Context: an optimization exercise on an open-source flow, tuned for small area and a short achievable clock period. The choices shown serve that exercise and are no tape-out recipe.
No functional check of the RTL was part of any run shown here.
Power and IR drop assume default switching activity.

--- run.sh ---
#!/bin/bash
# synth_recipe.tcl (not shown) runs the flow's synth.tcl, then flattens the netlist and writes it again
# the make line also repeats each setting of config.mk as NAME=value (left out here)
make -C /OpenROAD-flow-scripts/flow DESIGN_CONFIG=/design/flow/config.mk WORK_HOME=/design/flow/orfs CLKGATE_MAP_FILE= SYNTH_SCRIPT=/design/flow/synth_recipe.tcl finish
--- config.mk ---
export PLATFORM = sky130hd
export DESIGN_NAME = map_gauntlet
export DESIGN_NICKNAME = map_gauntlet
export VERILOG_FILES = /design/flow/design.v
export SDC_FILE = /design/flow/constraint.sdc
export NUM_CORES = 4
export LEC_CHECK = 0
export CAP_MARGIN = 20
export CORE_MARGIN = 2
export CORE_UTILIZATION = 40
export SETUP_SLACK_MARGIN = 0.3
export SLEW_MARGIN = 20
--- constraint.sdc ---
create_clock -name core_clock -period 10.0 [get_ports {clk}]
set_input_delay 2.0000 -clock core_clock [delete_from_list [all_inputs] [get_ports {clk}]]
set_output_delay 2.0000 -clock core_clock [all_outputs]
set_load 0.01 [all_outputs]
--- design.v ---
module map_gauntlet (
    input  wire         clk,
    input  wire         rst,             
    input  wire         cmt_valid,
    input  wire [2:0]   cmt_index,
    input  wire [255:0] cmt_entry,
    output reg          cmt_ack,
    output reg  [2:0]   cmt_cause,       
    input  wire         req_valid,
    input  wire [63:0]  req_addr,
    input  wire [4:0]   req_part,
    input  wire [2:0]   req_type,        
    input  wire         req_mgmt,        
    input  wire         req_restrict,    
    output reg          rsp_valid,
    output reg  [1:0]   rsp_status,      
    output reg  [2:0]   rsp_cause,
    output reg  [2:0]   rsp_index,
    output reg  [2:0]   rsp_index2,
    output reg  [2:0]   rsp_kind,
    output reg  [12:0]  rsp_target,
    output reg  [1:0]   rsp_fwd,
    output reg  [14:0]  rsp_attr,
    output reg  [63:0]  rsp_addr
);
    localparam NENT = 8;
    localparam ST_HIT     = 2'd0;
    localparam ST_MISS    = 2'd1;
    localparam ST_OVERLAP = 2'd2;
    localparam ST_DENY    = 2'd3;
    localparam K_PORT   = 3'd0;
    localparam K_MCAST  = 3'd1;
    localparam K_ENGINE = 3'd2;
    localparam K_LOCAL  = 3'd3;
    localparam K_DROP   = 3'd4;
    integer i, j;
    wire        e_valid  = cmt_entry[0];
    wire [2:0]  e_kind   = cmt_entry[3:1];
    wire [5:0]  e_size   = cmt_entry[9:4];
    wire [1:0]  e_fwd    = cmt_entry[11:10];
    wire [51:0] e_base   = cmt_entry[63:12];
    wire [63:0] e_xlate  = cmt_entry[127:64];
    wire [12:0] e_target = cmt_entry[236:224];
    wire [51:0] e_pmask = ~({52{1'b1}} << (e_size - 6'd12));
    wire [19:0] e_lo_a   = e_base[19:0] | e_pmask[19:0];
    wire        e_carry  = (e_xlate[31:12] > ~e_lo_a);
    wire        e_lbig   = (e_base[51:20] != 32'd0) || (e_xlate[63:32] != 32'd0)
                         || (e_size > 6'd32) || e_carry;
    reg [2:0] chk_cause;
    always @(*) begin
        chk_cause = 3'd0;
        if (e_valid) begin
            if (e_size < 6'd12 || e_size > 6'd52)
                chk_cause = 3'd1;
            else if ((e_base & e_pmask) != 52'd0)
                chk_cause = 3'd2;
            else if (e_kind > K_DROP || e_fwd == 2'b11)
                chk_cause = 3'd3;
            else if (e_kind == K_PORT && (e_target[6] || e_target[12:11] != 2'b00))
                chk_cause = 3'd4;
            else if (e_kind == K_LOCAL && e_target[12:3] != 10'd0)
                chk_cause = 3'd4;
            else if (e_xlate[11:0] != 12'd0)
                chk_cause = 3'd5;
            else if (e_kind == K_ENGINE && e_size != 6'd16)
                chk_cause = 3'd6;
            else if (e_kind == K_LOCAL && e_lbig)
                chk_cause = 3'd7;
        end
    end
    reg         c_we;
    reg [2:0]   c_idx;
    reg [239:0] c_data;    
    always @(posedge clk) begin
        cmt_ack   <= cmt_valid && !rst;
        cmt_cause <= chk_cause;
        c_we      <= cmt_valid && !rst && chk_cause == 3'd0;
        c_idx     <= cmt_index;
        c_data    <= {cmt_entry[255:241], cmt_entry[236:128], cmt_entry[127:64+12],
                      cmt_entry[63:0]};
    end
    reg         t_valid   [0:NENT-1];
    reg [2:0]   t_kind    [0:NENT-1];
    reg [5:0]   t_size    [0:NENT-1];
    reg [1:0]   t_fwd     [0:NENT-1];
    reg [51:0]  t_base    [0:NENT-1];    
    reg [51:0]  t_xlate   [0:NENT-1];    
    reg [31:0]  t_visible [0:NENT-1];
    reg [31:0]  t_rd      [0:NENT-1];
    reg [31:0]  t_wr      [0:NENT-1];
    reg [12:0]  t_target  [0:NENT-1];
    reg [14:0]  t_attr    [0:NENT-1];    
    always @(posedge clk) begin
        for (i = 0; i < NENT; i = i + 1) begin
            if (rst)
                t_valid[i] <= 1'b0;
            else if (c_we && c_idx == i)
                t_valid[i] <= c_data[0];
        end
    end
    always @(posedge clk) begin
        for (i = 0; i < NENT; i = i + 1) begin
            if (c_we && c_idx == i) begin
                t_kind[i]    <= c_data[3:1];
                t_size[i]    <= c_data[9:4];
                t_fwd[i]     <= c_data[11:10];
                t_base[i]    <= c_data[63:12];
                t_xlate[i]   <= c_data[115:64];
                t_visible[i] <= c_data[147:116];
                t_rd[i]      <= c_data[179:148];
                t_wr[i]      <= c_data[211:180];
                t_target[i]  <= c_data[224:212];
                t_attr[i]    <= c_data[239:225];
            end
        end
    end
    reg         q_v;
    reg [63:0]  q_addr;
    reg [4:0]   q_part;
    reg [2:0]   q_type;
    reg         q_mgmt;
    reg         q_restrict;
    always @(posedge clk) begin
        q_v        <= req_valid && !rst;
        q_addr     <= req_addr;
        q_part     <= req_part;
        q_type     <= req_type;
        q_mgmt     <= req_mgmt;
        q_restrict <= req_restrict;
    end
    reg [NENT-1:0] hit;
    reg [NENT-1:0] e_rd, e_wr;
    reg [51:0]     mask;
    always @(*) begin
        for (i = 0; i < NENT; i = i + 1) begin
            mask = ({52{1'b1}} << (t_size[i] - 6'd12));
            hit[i] = t_valid[i]
                   && ((q_addr[63:12] & mask) == t_base[i])
                   && (q_mgmt || t_visible[i][q_part]);
            e_rd[i] = t_rd[i][q_part];
            e_wr[i] = t_wr[i][q_part];
        end
    end
    reg [2:0] idx0, idx1;
    reg       none, multi;
    reg       seen;
    always @(*) begin
        idx0 = 3'd0;
        idx1 = 3'd0;
        for (i = NENT - 1; i >= 0; i = i - 1) begin
            if (hit[i]) begin
                idx1 = idx0;
                idx0 = i[2:0];
            end
        end
        none  = (hit == {NENT{1'b0}});
        multi = 1'b0;
        seen  = 1'b0;
        for (i = 0; i < NENT; i = i + 1) begin
            multi = multi | (seen & hit[i]);
            seen  = seen | hit[i];
        end
    end
    reg [2:0]  s_kind;
    reg [12:0] s_target;
    reg [1:0]  s_fwd;
    reg [14:0] s_attr;
    reg [51:0] s_xlate;
    reg        s_rd, s_wr;
    always @(*) begin
        s_kind = 3'd0; s_target = 13'd0; s_fwd = 2'd0; s_attr = 15'd0; s_xlate = 52'd0;
        s_rd = 1'b0; s_wr = 1'b0;
        for (i = 0; i < NENT; i = i + 1) begin
            s_kind   = s_kind   | ({3{hit[i]}}  & t_kind[i]);
            s_target = s_target | ({13{hit[i]}} & t_target[i]);
            s_fwd    = s_fwd    | ({2{hit[i]}}  & t_fwd[i]);
            s_attr   = s_attr   | ({15{hit[i]}} & t_attr[i]);
            s_xlate  = s_xlate  | ({52{hit[i]}} & t_xlate[i]);
            s_rd     = s_rd     | (hit[i] & e_rd[i]);
            s_wr     = s_wr     | (hit[i] & e_wr[i]);
        end
    end
    reg         p_v;
    reg         p_none, p_multi;
    reg [2:0]   p_idx0, p_idx1;
    reg [2:0]   p_kind;
    reg [12:0]  p_target;
    reg [1:0]   p_fwd;
    reg [14:0]  p_attr;
    reg [51:0]  p_xlate;
    reg         p_rd, p_wr;
    reg [63:0]  p_addr;
    reg [2:0]   p_type;
    reg         p_mgmt;
    reg         p_restrict;
    always @(posedge clk) begin
        p_v        <= q_v && !rst;
        p_none     <= none;
        p_multi    <= multi;
        p_idx0     <= idx0;
        p_idx1     <= idx1;
        p_kind     <= s_kind;
        p_target   <= s_target;
        p_fwd      <= s_fwd;
        p_attr     <= s_attr;
        p_xlate    <= s_xlate;
        p_rd       <= s_rd;
        p_wr       <= s_wr;
        p_addr     <= q_addr;
        p_type     <= q_type;
        p_mgmt     <= q_mgmt;
        p_restrict <= q_restrict;
    end
    reg       deny;
    reg [2:0] deny_cause;
    always @(*) begin
        deny = 1'b0;
        deny_cause = 3'd0;
        if (!p_mgmt) begin
            case (p_type)
                3'd0, 3'd1: if (!p_wr) begin deny = 1'b1; deny_cause = 3'd1; end
                3'd2:       if (!p_rd) begin deny = 1'b1; deny_cause = 3'd0; end
                3'd3:       if (!p_rd && !p_wr) begin deny = 1'b1; deny_cause = 3'd2; end
                3'd4: begin
                    if (!p_rd && !p_wr) begin deny = 1'b1; deny_cause = 3'd2; end
                    else if (!p_rd)     begin deny = 1'b1; deny_cause = 3'd0; end
                    else if (!p_wr)     begin deny = 1'b1; deny_cause = 3'd1; end
                end
                default: ;
            endcase
        end
    end
    wire        one      = !p_none && !p_multi;
    wire [2:0]  eff_kind = (p_restrict && (p_kind == K_MCAST || p_kind == K_ENGINE)) ? K_DROP : p_kind;
    wire [51:0] xl_page  = p_addr[63:12] + p_xlate;
    wire [63:0] xl_addr  = (eff_kind == K_ENGINE) ? {48'd0, p_addr[15:0]}
                                                  : {xl_page, p_addr[11:0]};
    always @(posedge clk) begin
        rsp_valid  <= p_v && !rst;
        rsp_status <= p_none ? ST_MISS : p_multi ? ST_OVERLAP : deny ? ST_DENY : ST_HIT;
        rsp_cause  <= (one && deny) ? deny_cause : 3'd0;
        rsp_index  <= p_idx0;
        rsp_index2 <= p_multi ? p_idx1 : 3'd0;
        rsp_kind   <= one ? eff_kind : 3'd0;
        rsp_target <= one ? p_target : 13'd0;
        rsp_fwd    <= one ? p_fwd    : 2'd0;
        rsp_attr   <= one ? p_attr   : 15'd0;
        rsp_addr   <= (one && !deny) ? xl_addr : p_addr;
    end
endmodule
==> flow_metrics.py, run 1 <==
metrics = {
    "drt": {
        "dr.pass1.iters": 8,
        "drt_iter0_markers": 9619,
        "routedWlPerCell_um": 34.5,
        "drt-vias-per-instance": 6.11,
        "wl_um": 361000,
        "drc": 0,
        "vias": 63853,
        "ant_nets": 0,
    },
    "setup_path": {
        "max_stage_delay_ps": 880,
        "regToRegStartpoint": "t_size[1][2]$_DFFE_PP_",
        "end_kind": "flop",
        "rrSetupSlack_ps": 3950,
        "startpoint_type": "input port",
        "r2r_end": "p_idx1[2]$_DFF_P_",
        "r2r_cells": 13,
        "crit_path_max_fanout": 18,
        "crit_start": "cmt_entry[6]",
        "required_ps": 10860,
        "arrival_ps": 7400,
        "crit_chain": "clkdlybuf4s50_1 > ha_1 > inv_1 > ha_1 > nand2_1 > nor2_1 > o21ai_0 > or2_2 > ha_1 > a21o_1 > a21oi_1 > nor2b_1 > o21ai_0 > a21boi_0 > o21ai_0 > a41oi_1 > a21o_1 > nand2b_1 > o32ai_1",
        "crit_path_top_delay_cell": "clkdlybuf4s50_1",
        "cp_top_family": "compound AO/OA/AOI/OAI gates",
        "worstSetupPathType": "in2reg",
        "crit_buf_inv": 2,
    },
    "clocking": {
        "post_cts_resized": 0,
        "cts_tree": "yes",
        "numCtsBuffers": 286,
        "cts_buffer_depth": 4,
        "htree_levels": 5,
        "hold_buffers": 0,
        "cts.clk_slew.worst_paths_ps": 60,
        "numClockSinks": 2516,
        "cts_setup_buffers": 0,
        "clock_latency_ps": 970,
        "clock-root-buffer": "clkbuf_16",
    },
    "outcome": {
        "status": "timing/DRC/antenna clean",
    },
    "finish": {
        "final_common_cell": "edfxtp_1",
        "drive_gt1_frac": 0.128,
        "final_util": 0.478,
        "nets": 7433,
        "n_fill_cell": 20684,
        "syn_to_final_growth_pct": 18.6,
        "layout_common_cells": "1,912 x edfxtp_1, 586 x dfxtp_1, 444 x clkdlybuf4s50_1",
    },
    "floorplanning": {
        "io_pins": 450,
        "die_h_um": 497,
        "start_util": 0.403,
        "core-area_um2": 241000,
        "num_rows": 180,
        "die_x_um": 497,
        "dieArea_um2": 247000,
    },
    "yosys": {
        "yosysSeqAreaShare": 0.715,
        "synthesis.area_per_instance_um2": 15.2,
        "synth.top_cell.area_share": 0.591,
        "ys.flop_type": "edfxtp_1",
        "syn_inst": 6378,
        "yosysTopAreaCell": "edfxtp_1",
        "syn_nets": 6826,
        "ys_warn_count": 12,
        "syn-cell-area_um2": 97100,
        "ys_ff_latch": 2516,
        "synth-edff-count": 1912,
        "synthTopCellsByArea": "edfxtp_1 59%, dfxtp_1 12%, mux4_2 5.4%",
        "synthArstFlopShare": 0,
        "yosysUniqueCellTypes": 100,
    },
    "placed_design": {
        "io_buffers": 444,
        "pre_cts_ws_ps": 2580,
        "gp_congestion": 0.979,
        "dp_hpwl_um": 233000,
    },
    "pwr": {
        "ir_drop_v": 0.000172,
        "power_density_nw_per_um2": 200,
        "leakage_nw": 38.4,
    },
    "worst_hold_path": {
        "hp-class": "reg2reg",
        "whs_endpoint": "rsp_addr[0]$_DFF_P_",
        "hold_path_startpoint": "p_addr[0]$_DFF_P_",
        "whs_path_depth": 0,
    },
    "timing": {
        "final_max_slew_viol_count": 0,
        "worst_clock_skew_ps": 93.9,
        "hold_slack_ps": 322,
        "hold_viol": 0,
        "fin_setup_tns_ps": 0,
        "slew_headroom": 0.168,
        "rsz0062_at_grt": "false",
        "min_period_ps": 6550,
        "setup_ws_ps": 3450,
        "fmaxAchievable_mhz": 153,
        "setup_viol": 0,
        "tightest_slew_ps": 1250,
        "period_share": 0.655,
    },
    "global_route": {
        "grt_overflow": 0,
        "grtUsageTotal": 0.284,
        "grt_pass1_wl_um": 491000,
        "grt_start_max_net_pins": 137,
        "first_global_vias": 60668,
        "antenna_found_initial": 80,
    },
    "job": {
        "maxCapViolCount": 0,
    },
}
[cell usage after synthesis (all sizes together), types with 16 or more instances]
master	number
o2111ai	35
xnor2	105
a21o	57
nand2b	68
mux2	17
nor3	87
or3	25
edfxtp	1912
or2	22
and3	19
nand3b	19
nand4	155
ha	110
o221ai	18
o211ai	39
o32ai	31
nor2	191
nor3b	21
o21a	29
a221oi	35
mux4	231
a222oi	99
a211oi	34
o22ai	59
clkbuf	227
a22oi	199
xor2	88
nor2b	55
a21boi	23
a2111oi	16
nand2	428
dfxtp	604
a31oi	35
and2	56
inv	141
o32a	16
o21bai	21
o21ai	344
nor4	53
buf	75
nand3	92
a21oi	274
nor4b	21
o31ai	29
[worst max path at each step]
| stage | endpoint | slack (ps) | cells past startpoint |
|---|---|---|---|
| after floorplan | t_attr[3][0]$_DFFE_PP_ | -1330 | 2 |
| after global routing | c_we$_DFF_P_ | 3090 | 19 |
| after detailed placement | c_we$_DFF_P_ | 2580 | 19 |
| after global placement | c_we$_DFF_P_ | 2580 | 19 |
| after CTS | c_we$_DFF_P_ | 3570 | 19 |
| final | c_we$_DFF_P_ | 3450 | 19 |
[metrics by stage]
step	instance area, um^2	power (mW)	std cells
CTS	115000	23.2	10384
finish	115000	23.0	10455
detailed placement	106000	13.0	9882
global route	115000	23.6	10411
global placement	106000	13.0	9882
floorplan	97200	12.2	6378
[routing by layer]
| layer | GRT usage | vias to the layer above | wire length, um |
|---|---|---|---|
| met5 | 0 | - | 184 |
| met4 | 0.183 | 28 | 24400 |
| met3 | 0.0661 | 851 | 35100 |
| met2 | 0.426 | 3789 | 161000 |
| met1 | 0.372 | 32539 | 140000 |
| li1 | - | 26646 | - |
[sequential cells by signal, indices dropped and copies added (netlist names), 5 cells and up]
| register | count |
|---|---|
| q_addr | 64 |
| c_data | 240 |
| t_wr | 256 |
| t_base | 416 |
| t_target | 104 |
| rsp_target | 13 |
| rsp_addr | 64 |
| p_addr | 64 |
| t_attr | 120 |
| t_xlate | 416 |
| p_attr | 15 |
| t_kind | 24 |
| p_xlate | 52 |
| p_target | 13 |
| t_fwd | 16 |
| q_part | 5 |
| t_size | 48 |
| t_valid | 8 |
| t_visible | 256 |
| rsp_attr | 15 |
| t_rd | 256 |
[cell families after synthesis]
logic type | Yosys count | share of synthesized area
compound gates | 1490 | 0.105
xor+xnor | 193 | 0.0176
fa+ha+maj | 115 | 0.0148
buf+inv | 447 | 0.0188
flops | 2516 | 0.715
mux | 263 | 0.0571
other cells | 1 | 0.0000386
simple gates | 1353 | 0.0714
[final cells by class]
cell class | count | area [um^2] | share of cell area
Inverter | 145 | 544 | 0.00472
Multi-Input combinational cell | 3415 | 26000 | 0.226
Clock inverter | 119 | 1180 | 0.0102
Antenna cell | 71 | 178 | 0.00154
Clock buffer | 383 | 7910 | 0.0687
Tap cell | 3185 | 3990 | 0.0346
Timing Repair Buffer | 621 | 5900 | 0.0512
Sequential cell | 2516 | 69500 | 0.603
[worst reg2reg max path: cells and delay by family (launching register included)]
family | cells | cell delay (ps)
buffers and inverters | 3 | 1010
AND/OR/NAND/NOR | 4 | 1990
AO/OA/AOI/OAI | 4 | 1370
adder cells (fa/ha/maj) | 2 | 1070
flip-flops | 1 | 540
[power by group]
part | internal, mW | total [mW] | switching [mW]
clock network | 6.08 | 10.3 | 4.19
registers | 11.4 | 11.7 | 0.249
logic | 0.413 | 1.10 | 0.687
total | 17.9 | 23.0 | 5.13
==> run 2: changes to the inputs <==
--- a/design.v
+++ b/design.v
@@ -77,11 +77,11 @@
         c_we      <= cmt_valid && !rst && chk_cause == 3'd0;
         c_idx     <= cmt_index;
         c_data    <= {cmt_entry[255:241], cmt_entry[236:128], cmt_entry[127:64+12],
-                      cmt_entry[63:0]};
+                      cmt_entry[63:10], e_size - 6'd12, cmt_entry[3:0]};
     end
     reg         t_valid   [0:NENT-1];
     reg [2:0]   t_kind    [0:NENT-1];
-    reg [5:0]   t_size    [0:NENT-1];
+    reg [5:0]   t_size    [0:NENT-1];    
     reg [1:0]   t_fwd     [0:NENT-1];
     reg [51:0]  t_base    [0:NENT-1];    
     reg [51:0]  t_xlate   [0:NENT-1];    
@@ -128,17 +128,18 @@
         q_mgmt     <= req_mgmt;
         q_restrict <= req_restrict;
     end
+    wire [31:0] q_part_oh = 32'd1 << q_part;
     reg [NENT-1:0] hit;
     reg [NENT-1:0] e_rd, e_wr;
     reg [51:0]     mask;
     always @(*) begin
         for (i = 0; i < NENT; i = i + 1) begin
-            mask = ({52{1'b1}} << (t_size[i] - 6'd12));
+            mask = ({52{1'b1}} << t_size[i]);
             hit[i] = t_valid[i]
                    && ((q_addr[63:12] & mask) == t_base[i])
-                   && (q_mgmt || t_visible[i][q_part]);
-            e_rd[i] = t_rd[i][q_part];
-            e_wr[i] = t_wr[i][q_part];
+                   && (q_mgmt || (t_visible[i] & q_part_oh) != 32'd0);
+            e_rd[i] = (t_rd[i] & q_part_oh) != 32'd0;
+            e_wr[i] = (t_wr[i] & q_part_oh) != 32'd0;
         end
     end
     reg [2:0] idx0, idx1;
--- a/config.mk
+++ b/config.mk
@@ -8,5 +8,5 @@
 export CAP_MARGIN = 20
 export CORE_MARGIN = 2
 export CORE_UTILIZATION = 40
-export SETUP_SLACK_MARGIN = 0.3
+export SETUP_SLACK_MARGIN = 5
 export SLEW_MARGIN = 20
==> run 2 against run 1 <==
Still clean on timing, DRC and antenna. Via count shrank 0.19%. Synthesized cell count down 0.13%. Sequential share of layout area increased by 1.4 points. Routed wire length shrank 0.56%. Total power decreased by 2.0%. Critical path depth decreased by 6. First-iteration DRC count is 3.6% higher. Count of clock-buffer cells in the layout down 2. Cell count is 0.64% lower. Clock power is 4% lower. Critical path type unchanged. Critical endpoint unchanged. Highest routed layer unchanged.
==> flow_metrics.py, run 2 <==
metrics = {
    "pwr": {
        "ir_drop_v": 0.000162,
        "sw_frac_of_total": 0.223,
        "p_comb_frac": 0.041,
        "leakage_nw": 37.9,
        "power_density_nw_per_um2": 200,
        "p_clk_frac": 0.439,
        "switchingPower_mw": 5.04,
        "power.total_mw": 22.6,
        "intPower_mw": 17.5,
        "seqPwrFrac": 0.521,
    },
    "setup_path": {
        "crit_path_max_fanout": 4,
        "max_stage_delay_ps": 630,
        "startpoint_type": "input port",
        "worstSetupPathType": "in2reg",
        "end_kind": "flop",
        "crit_path_top_delay_cell": "clkdlybuf4s50_1",
        "crit_top_cell": "a21oi_1",
        "r2r_cells": 14,
        "required_ps": 10840,
        "rrSetupSlack_ps": 5130,
        "crit_buf_inv": 1,
        "cp_top_family": "simple AND/OR/NAND/NOR gates",
        "regToRegStartpoint": "t_size[5][1]$_DFFE_PP_",
        "r2r_end": "p_idx1[0]$_DFF_P_",
        "crit_chain": "clkdlybuf4s50_1 > or4_1 > nor3_1 > nand4_1 > a221oi_1 > o21ai_0 > a21oi_1 > a21oi_1 > nor4_1 > nand2_1 > nor2_1 > o211ai_1 > a311oi_1",
        "arrival_ps": 5750,
    },
    "timing": {
        "tightest_slew_ps": 1320,
        "fmaxAchievable_mhz": 204,
        "hold_viol": 0,
        "setup_viol": 0,
        "slew_headroom": 0.120,
        "hold_slack_ps": 256,
        "period_share": 0.491,
        "min_period_ps": 4910,
        "rsz0062_at_grt": "false",
        "fin_setup_tns_ps": 0,
        "final_max_slew_viol_count": 0,
        "worst_clock_skew_ps": 85.5,
    },
    "placed_design": {
        "gp_congestion": 0.964,
        "place_area_um2": 103000,
        "dp_hpwl_um": 221000,
        "io_buffers": 444,
        "dp.cells": 9789,
    },
    "drt": {
        "wl_um": 359000,
        "dr.pass1.iters": 6,
        "routedWlPerCell_um": 34.5,
        "vias": 63733,
        "drt-vias-per-instance": 6.14,
        "drc": 0,
        "ant_nets": 0,
        "drt_iter0_markers": 9967,
    },
    "yosys": {
        "synthesis.area_per_instance_um2": 14.8,
        "synthArstFlopShare": 0,
        "yosysTopAreaCell": "edfxtp_1",
        "ys_warn_count": 12,
        "yosysSeqAreaShare": 0.737,
        "yosysUniqueCellTypes": 96,
        "ys_ff_latch": 2516,
        "syn_nets": 6786,
        "synth.top_cell.area_share": 0.609,
        "synth_most_common_cell": "edfxtp_1",
        "ys.flop_type": "edfxtp_1",
        "syn-cell-area_um2": 94300,
        "synthTopCellsByArea": "edfxtp_1 61%, dfxtp_1 13%, a22oi_1 4.3%",
        "syn_inst": 6370,
        "synth_commonest_cells": "1,912 x edfxtp_1, 604 x dfxtp_1, 534 x a22oi_1, 305 x nand2_1, 227 x clkbuf_1",
        "synth-edff-count": 1912,
    },
    "job": {
        "maxCapViolCount": 0,
    },
    "global_route": {
        "first_global_vias": 60095,
        "grt_start_max_net_pins": 142,
        "grt_overflow": 0,
        "grt_pass1_wl_um": 483000,
        "antenna_found_initial": 68,
        "grtUsageTotal": 0.291,
    },
    "finish": {
        "layout_common_cells": "1,912 x edfxtp_1, 594 x dfxtp_1, 534 x a22oi_1",
        "fin_area_um2": 113000,
        "nets": 7401,
        "instances_no_fill": 10388,
        "syn_to_final_growth_pct": 19.5,
        "top_regs": "t_base: 416 flops, t_xlate: 416 flops",
        "n_fill_cell": 20285,
        "drive_gt1_frac": 0.107,
        "final_common_cell": "edfxtp_1",
    },
    "worst_hold_path": {
        "whs_path_depth": 0,
        "hold_path_startpoint": "q_addr[0]$_DFF_P_",
        "whs_endpoint": "p_addr[0]$_DFF_P_",
        "hp-class": "reg2reg",
    },
    "floorplanning": {
        "dieArea_um2": 240000,
        "num_rows": 178,
        "die_x_um": 490,
        "die_h_um": 490,
        "io_pins": 450,
        "start_util": 0.402,
        "core-area_um2": 235000,
    },
    "clocking": {
        "hold_buffers": 0,
        "clock-root-buffer": "clkbuf_16",
        "cts_buffer_depth": 4,
        "numCtsBuffers": 283,
        "numClockSinks": 2516,
        "clock_latency_ps": 960,
        "cts_tree": "yes",
        "htree_levels": 5,
        "cts.clk_slew.worst_paths_ps": 60,
    },
    "outcome": {
        "status": "timing/DRC/antenna clean",
    },
}
-- run 2: layout make-up --
type	instances	area, um^2	area share
repair inverters	1	5.00	0.0000444
clock inverters	113	895	0.00794
clock buffers	381	7830	0.0695
well taps	3150	3940	0.0350
flip-flops and latches	2516	69500	0.617
repair buffers	660	6350	0.0564
multi-input cells	3429	23600	0.210
diodes	44	110	0.000977
inverters	94	382	0.00339
-- run 2: worst max path at each step --
stage                      from  slack (ps)  cells past startpoint                endpoint
5_1_grt            cmt_entry[6]        4990                     22            c_we$_DFF_P_
4_1_cts            cmt_entry[9]        4960                     20            c_we$_DFF_P_
2_1_floorplan  c_idx[1]$_DFF_P_        2660                      2  t_attr[6][0]$_DFFE_PP_
3_5_place_dp       cmt_entry[6]        2490                     20            c_we$_DFF_P_
6_report          cmt_entry[34]        5090                     13            c_we$_DFF_P_
3_3_place_gp       cmt_entry[6]        1880                     19            c_we$_DFF_P_
-- run 2: through the flow --
step | setup slack (ps) | utilization
after floorplan | 2660 | -
after global placement | 1880 | 0.438
after detailed placement | 2490 | 0.439
after CTS | 4960 | 0.478
after global routing | 4990 | 0.480
final | 5090 | 0.480
-- run 2: cells by family after synthesis --
group	count (synthesis)	synth area share
AO/OA/AOI/OAI	1655	0.127
buffers and inverters	431	0.0185
adder cells (fa/ha/maj)	80	0.0107
multiplexers	23	0.00256
flip-flops	2516	0.737
AND/OR/NAND/NOR	1342	0.0738
XOR/XNOR	322	0.0299
other	1	0.0000398
-- run 2: layer usage --
metal / vias up / GRT usage / part of all wire
met1: 31931 / 0.376 / 0.37
met2: 4390 / 0.446 / 0.45
met4: 27 / 0.177 / 0.067
met5: - / 0 / 0.00062
li1: 26436 / - / -
met3: 949 / 0.0653 / 0.11
-- run 2: power groups by stage --
stage / registers, mW / clock network [mW] / logic, mW
after floorplan: 11.8 / 0 / 0.330
after CTS: 11.7 / 9.99 / 0.872
after detailed placement: 12.0 / 0 / 0.851
after global routing: 11.8 / 10.4 / 0.943
after global placement: 12.0 / 0 / 0.850
final: 11.8 / 9.91 / 0.924
-- run 2: timing repair --
| action | in CTS | in global routing |
|---|---|---|
| setup buffers | 29 | 21 |
| pin swaps | 10 | 21 |
| endpoints found under the hold margin | 0 | 0 |
| resized for setup | 53 | 65 |
| cloned | 6 | 5 |
| endpoints found under the setup margin | 99 | 57 |

## afterwards: timing with drivers on the ports
The results above use ideal ports. As a check the final layouts listed here were re-extracted and re-timed, cells and wires unchanged.
Step 1 sets driving cells, clkbuf_16 on the clock port and buf_2 on the other inputs (assumed; they add their load-dependent delay and slew).
Step 2 adds t to the input delays and takes it off the output delays; t is the mean of the earliest and latest rising clock arrival at the registers after step 1. Input paths then give back, and output paths get back, about the clock's delay inside the block.
a / b / c = ideal / step 1 / step 2; a / b = the first two.
run | t, ns | slack for setup (ns) | worst setup path at the end | clock arrival spread, ns | pins driven straight from the clock port
run 1 | 1.019 | 3.455 / 3.521 / 2.502 | input to register | 0.094 / 0.094 | 1
run 2 | 1.006 | 5.092 / 4.930 / 3.925 | input to register | 0.110 / 0.111 | 1
After both steps every run listed still meets setup and hold. For run 2, which loses most, drivers alone change the setup slack by -0.162 ns; drivers and shift together by -1.167 ns.
